What follows belongs to an exercise in optimizing a design on an open flow for small area; a production flow would make more cautious choices. In this exercise RTL edits were held to simulation tests only and were not proved equivalent to the original. No driver is modelled on the clock port, so clocking that relies on it looks cheaper here than on a real chip. Power and IR drop assume default switching activity.

// slrx
module slrx (
    input             clk,
    input             rst,           
    input             in_valid,      
    input      [9:0]  in_cg,
    output reg        sync,          
    output reg        cell_valid,    
    output            cell_link,     
    output     [63:0] cell_hdr,      
    output     [71:0] cell_payload,  
    output reg [31:0] cv_cnt,        
    output reg [31:0] crc_cnt,       
    output reg [31:0] stomp_cnt,     
    output reg [31:0] rx_cells,      
    output reg [15:0] abort_cnt,     
    output reg [15:0] loss_cnt       
);
For scale: about 1100 cells after synthesis, roughly 340 flip-flops, ~310 I/O pins.
export LEC_CHECK = 0
export CAP_MARGIN = 20
export CORE_MARGIN = 2
export CORE_UTILIZATION = 60
export SLEW_MARGIN = 20
create_clock -name core_clock -period 25.0 [get_ports {clk}]
standard.sh (not shown) runs the stock make flow with config.mk's settings and CLKGATE_MAP_FILE= SYNTH_SCRIPT=/design/flow/synth_recipe.tcl, a recipe that flattens the netlist after the stock synthesis.
==> flow/flow/run.sh <==
#!/bin/bash
# Layout flow: the standard flow (standard.sh, standard synthesis
# unchanged) with three changes made through ORFS's own variables and hooks:
#  - the port buffers use the smallest buffer, buf_1;
#  - the clock tree uses clkbuf_4 with small sink clusters and no dummy loads;
#  - after CTS the resizer sizes gates down where timing allows.
set -euo pipefail
HERE=$(pwd)
export BUFFER_PORTS_ARGS="-buffer_cell sky130_fd_sc_hd__buf_1"
export CTS_ARGS="-sink_clustering_enable -repair_clock_nets -dont_use_dummy_load -sink_clustering_size 10 -sink_clustering_max_diameter 50 -buf_list sky130_fd_sc_hd__clkbuf_4"
export POST_CTS_TCL="$HERE/flow/post_cts.tcl"
bash standard.sh > "$HERE/standard.log" 2>&1
==> flow/flow/post_cts.tcl <==
# Size gates down on paths with slack to spare.
puts "post_cts: area recovery"
log_cmd repair_timing -recover_power 100
set result [catch { detailed_placement } msg]
if { $result != 0 } {
  error "Detailed placement failed after area recovery: $msg"
}
check_placement -verbose
report_design_area
==> next run, changes <==
--- a/flow/flow/run.sh
+++ b/flow/flow/run.sh
@@ -1,4 +1,6 @@
 #!/bin/bash
-# Layout flow: the standard flow (standard.sh, standard synthesis
-# unchanged) with three changes made through ORFS's own variables and hooks:
+# Layout flow: the standard flow (standard.sh) with these changes:
+#  - synthesis is ORFS's synthesis script unchanged except for the ABC
+#    mapping script, which maps for area (strash; dch; amap) instead of
+#    delay; the registers come out as in the standard synthesis;
 #  - the port buffers use the smallest buffer, buf_1;
@@ -6,4 +8,10 @@
 #  - after CTS the resizer sizes gates down where timing allows.
+# Each step's full output goes to a log file in this folder.
 set -euo pipefail
 HERE=$(pwd)
+rm -rf "$HERE/area_scripts"
+mkdir -p "$HERE/area_scripts"
+cp -r "$FLOW_HOME/scripts/." "$HERE/area_scripts/"
+cp "$HERE/flow/abc_map.script" "$HERE/area_scripts/abc_speed.script"
+SCRIPTS_DIR="$HERE/area_scripts" bash standard.sh synth > "$HERE/synth.log" 2>&1
 export BUFFER_PORTS_ARGS="-buffer_cell sky130_fd_sc_hd__buf_1"
==> flow/flow/abc_map.script (new file) <==
strash
dch
amap
Outcome: The changed run finished with timing, DRC and antenna clean; routed wire length barely changes; via count fell slightly; clock skew shrinks by 0.040 ns; maximum frequency falls by a few percent; synthesized area is lower by a few percent.


slrx, a different RTL version from the one above (not shown whole).
Size in the first run: about 340 flip-flops.
export LEC_CHECK = 0
export CAP_MARGIN = 20
export CORE_MARGIN = 2
export CORE_UTILIZATION = 45
export SLEW_MARGIN = 20
create_clock -name core_clock -period 25.0 [get_ports {clk}]
==> flow/flow/run.sh <==
#!/bin/bash
# Layout flow: the standard flow (standard.sh) with these changes:
#  - synthesis is ORFS's synthesis script unchanged except for the ABC
#    mapping script, which maps for area (strash; dc2; amap) instead of
#    delay; the registers come out as in the standard synthesis;
#  - the port buffers use the smallest buffer, buf_1;
#  - the clock tree uses clkbuf_4 with small sink clusters and no dummy loads;
#  - after CTS the resizer sizes gates down where timing allows.
# Each step's full output goes to a log file in this folder.
set -euo pipefail
HERE=$(pwd)
rm -rf "$HERE/area_scripts"
mkdir -p "$HERE/area_scripts"
cp -r "$FLOW_HOME/scripts/." "$HERE/area_scripts/"
cp "$HERE/flow/abc_map.script" "$HERE/area_scripts/abc_speed.script"
SCRIPTS_DIR="$HERE/area_scripts" bash standard.sh synth > "$HERE/synth.log" 2>&1
export BUFFER_PORTS_ARGS="-buffer_cell sky130_fd_sc_hd__buf_1"
export CTS_ARGS="-sink_clustering_enable -repair_clock_nets -dont_use_dummy_load -sink_clustering_size 10 -sink_clustering_max_diameter 50 -buf_list sky130_fd_sc_hd__clkbuf_4"
export POST_CTS_TCL="$HERE/flow/post_cts.tcl"
bash standard.sh > "$HERE/standard.log" 2>&1
==> flow/flow/abc_map.script <==
strash
dc2
amap
Scripts as last shown in full above: flow/flow/post_cts.tcl
The starting point finished clean.
Edit:
Settings changed: CORE_UTILIZATION 45 to 60.
The changed run completed with no timing, DRC or antenna violations; design area goes down by 0.92%; routed wire length came out higher by about 2%; cell count fell by about 5.4%; worst setup slack is worse by 0.35 ns; via count increases by 2.5%; first-iteration DRC count is higher by 49%.


Another version of the RTL of slrx (not shown whole).
Size in the first run: roughly 1600 cells after synthesis, roughly 340 flip-flops, roughly 310 I/O pins.
Design slrx, start of the top module:
module slrx (
    input             clk,
    input             rst,           
    input             in_valid,      
    input      [9:0]  in_cg,
    output reg        sync,          
    output reg        cell_valid,    
    output            cell_link,     
    output     [63:0] cell_hdr,      
    output     [71:0] cell_payload,  
    output reg [31:0] cv_cnt,        
    output reg [31:0] crc_cnt,       
    output reg [31:0] stomp_cnt,     
    output reg [31:0] rx_cells,      
    output reg [15:0] abort_cnt,     
    output reg [15:0] loss_cnt       
);
clock: 25.0 ns
lec_check: 0
cap_margin: 20
core_margin: 2
core_utilization: 60
cts_buf_list: sky130_fd_sc_hd__clkbuf_4 sky130_fd_sc_hd__clkbuf_2
slew_margin: 20
run.sh (not shown) runs the stock make flow with config.mk's settings and CLKGATE_MAP_FILE= SYNTH_SCRIPT=/design/flow/synth_recipe.tcl, a recipe that flattens the netlist after the stock synthesis.
Stock flow here: none of the scripts above is used.
The starting point passed the timing, design-rule and antenna checks.
Change:
- CORE_UTILIZATION: 60 -> 40
- CTS_BUF_LIST: sky130_fd_sc_hd__clkbuf_4 sky130_fd_sc_hd__clkbuf_2 -> unset
Result: The new run produced a clean layout. Sequential power hardly moves. Final area goes up slightly. Total power goes up by a few percent. Die area goes up by well over a third. Register-to-register slack is better by 50 ps. Count of clock-buffer cells in the layout goes down by 89. Synthesized cell count is unchanged.


== run a ==
slrx, a different RTL version from the one above (not shown whole).
Size in the first run: roughly 1000 cells after synthesis, ~310 I/O pins.
Settings: LEC_CHECK=0, CAP_MARGIN=20, CORE_MARGIN=2, CORE_UTILIZATION=60, SLEW_MARGIN=20; clock period 25.0 ns.
standard.sh (not shown) runs the stock make flow with config.mk's settings and CLKGATE_MAP_FILE= SYNTH_SCRIPT=/design/flow/synth_recipe.tcl, a recipe that flattens the netlist after the stock synthesis.
==> flow/flow/run.sh <==
#!/bin/bash
# Layout flow: the standard flow (standard.sh) with these changes:
#  - synthesis is ORFS's synthesis script unchanged except for the ABC
#    mapping script (abc_map.script), which restructures with dc2 and
#    &deepsyn and maps with &nf with the delay target relaxed, for area
#    rather than delay; the registers come out as in the standard synthesis;
#  - the port buffers use the smallest buffer, buf_1;
#  - the clock tree uses clkbuf_4 with small sink clusters and no dummy loads;
#  - after CTS the resizer sizes gates down where timing allows.
# Each step's full output goes to a log file in this folder.
set -euo pipefail
HERE=$(pwd)
rm -rf "$HERE/area_scripts"
mkdir -p "$HERE/area_scripts"
cp -r "$FLOW_HOME/scripts/." "$HERE/area_scripts/"
cp "$HERE/flow/abc_map.script" "$HERE/area_scripts/abc_speed.script"
SCRIPTS_DIR="$HERE/area_scripts" bash standard.sh synth > "$HERE/synth.log" 2>&1
export BUFFER_PORTS_ARGS="-buffer_cell sky130_fd_sc_hd__buf_1"
export CTS_ARGS="-sink_clustering_enable -repair_clock_nets -dont_use_dummy_load -sink_clustering_size 10 -sink_clustering_max_diameter 50 -buf_list sky130_fd_sc_hd__clkbuf_4"
export POST_CTS_TCL="$HERE/flow/post_cts.tcl"
bash standard.sh > "$HERE/standard.log" 2>&1
==> flow/flow/abc_map.script <==
strash
dc2
&get -n
&deepsyn -J 50 -T 600
&nf -R 1000 -p
&put
Scripts as last shown in full above: flow/flow/post_cts.tcl
Run a closes out successfully: all stages finished, all timing, DRC and antenna checks passed.
--- input diff run a..run b ---
-- flow/flow/run.sh --
<<< run a, line 2
# Layout flow: the standard flow (standard.sh) with these changes:
#  - synthesis is ORFS's synthesis script unchanged except for the ABC
#    mapping script (abc_map.script), which restructures with dc2 and
#    &deepsyn and maps with &nf with the delay target relaxed, for area
#    rather than delay; the registers come out as in the standard synthesis;
#  - the port buffers use the smallest buffer, buf_1;
#  - the clock tree uses clkbuf_4 with small sink clusters and no dummy loads;
>>> run b, line 2
# Layout flow: the standard flow (standard.sh) with these changes:
#  - synthesis is ORFS's synthesis script unchanged except for the ABC
#    mapping script, which maps for area (strash; dc2; amap) instead of
#    delay; the registers come out as in the standard synthesis;
#  - the port buffers use the smallest buffer, buf_1;
#  - the clock tree uses clkbuf_4 with small sink clusters and no dummy loads;
==> flow/flow/abc_map.script <==
strash
dc2
amap
Findings:
Diff run a -> run b | total power | decrease of about 6%
Run a has lower total core area than run b.
Compared run a against run b; routed wire length within noise.
Per the comparison of run b with run a, first-iteration DRC count shows a reduction of 54, worst IR drop on VDD shows an increase of 3.7%, power density over cell area shows a reduction of about 7%.
In terms of global-route usage, run b and run a differ only marginally.

==> re-timing with driven ports <==
The results above use ideal ports. As a check the final layouts listed here were re-extracted and re-timed, cells and wires unchanged.
Step 1 assumes that a clkbuf_16 drives the clock port and a buf_2 every other input.
Step 2, shift: input delay + t, output delay - t, t = (earliest + latest rising clock arrival at the registers) / 2. This alone moves slack from input paths to output paths.
a / b / c = ideal / step 1 / step 2; a / b = the first two.
run | t, ns | slack for setup (ns) | hold WS [ns] | worst setup path at the end | cell pins on the clock port's net
the first run of note 1 | 0.652 | 10.207 / 10.230 / 9.578 | 0.408 / 0.408 / 0.408 | input to register | 1
the second run of note 1 | 0.673 | 9.465 / 9.485 / 8.811 | 0.389 / 0.389 / 0.389 | input to register | 1
the first run of note 2 | 0.667 | 11.464 / 11.485 / 10.818 | 0.419 / 0.419 / 0.419 | input to register | 1
the second run of note 2 | 0.667 | 11.111 / 11.126 / 10.459 | 0.372 / 0.372 / 0.372 | input to register | 1
the first run of note 3 | 0.771 | 14.474 / 14.499 / 13.728 | 0.396 / 0.396 / 0.396 | input to register | 1
the second run of note 3 | 0.595 | 14.398 / 14.433 / 13.838 | 0.434 / 0.434 / 0.434 | input to register | 1
run a | 0.653 | 11.879 / 11.899 / 11.246 | 0.404 / 0.404 / 0.404 | input to register | 1
run b | 0.654 | 11.022 / 11.039 / 10.385 | 0.401 / 0.401 / 0.401 | input to register | 1
After both steps setup and hold are still met in every run listed. The setup slack of the first run of note 3, which loses most, moves by +0.025 ns with the drivers and by -0.746 ns with both steps.
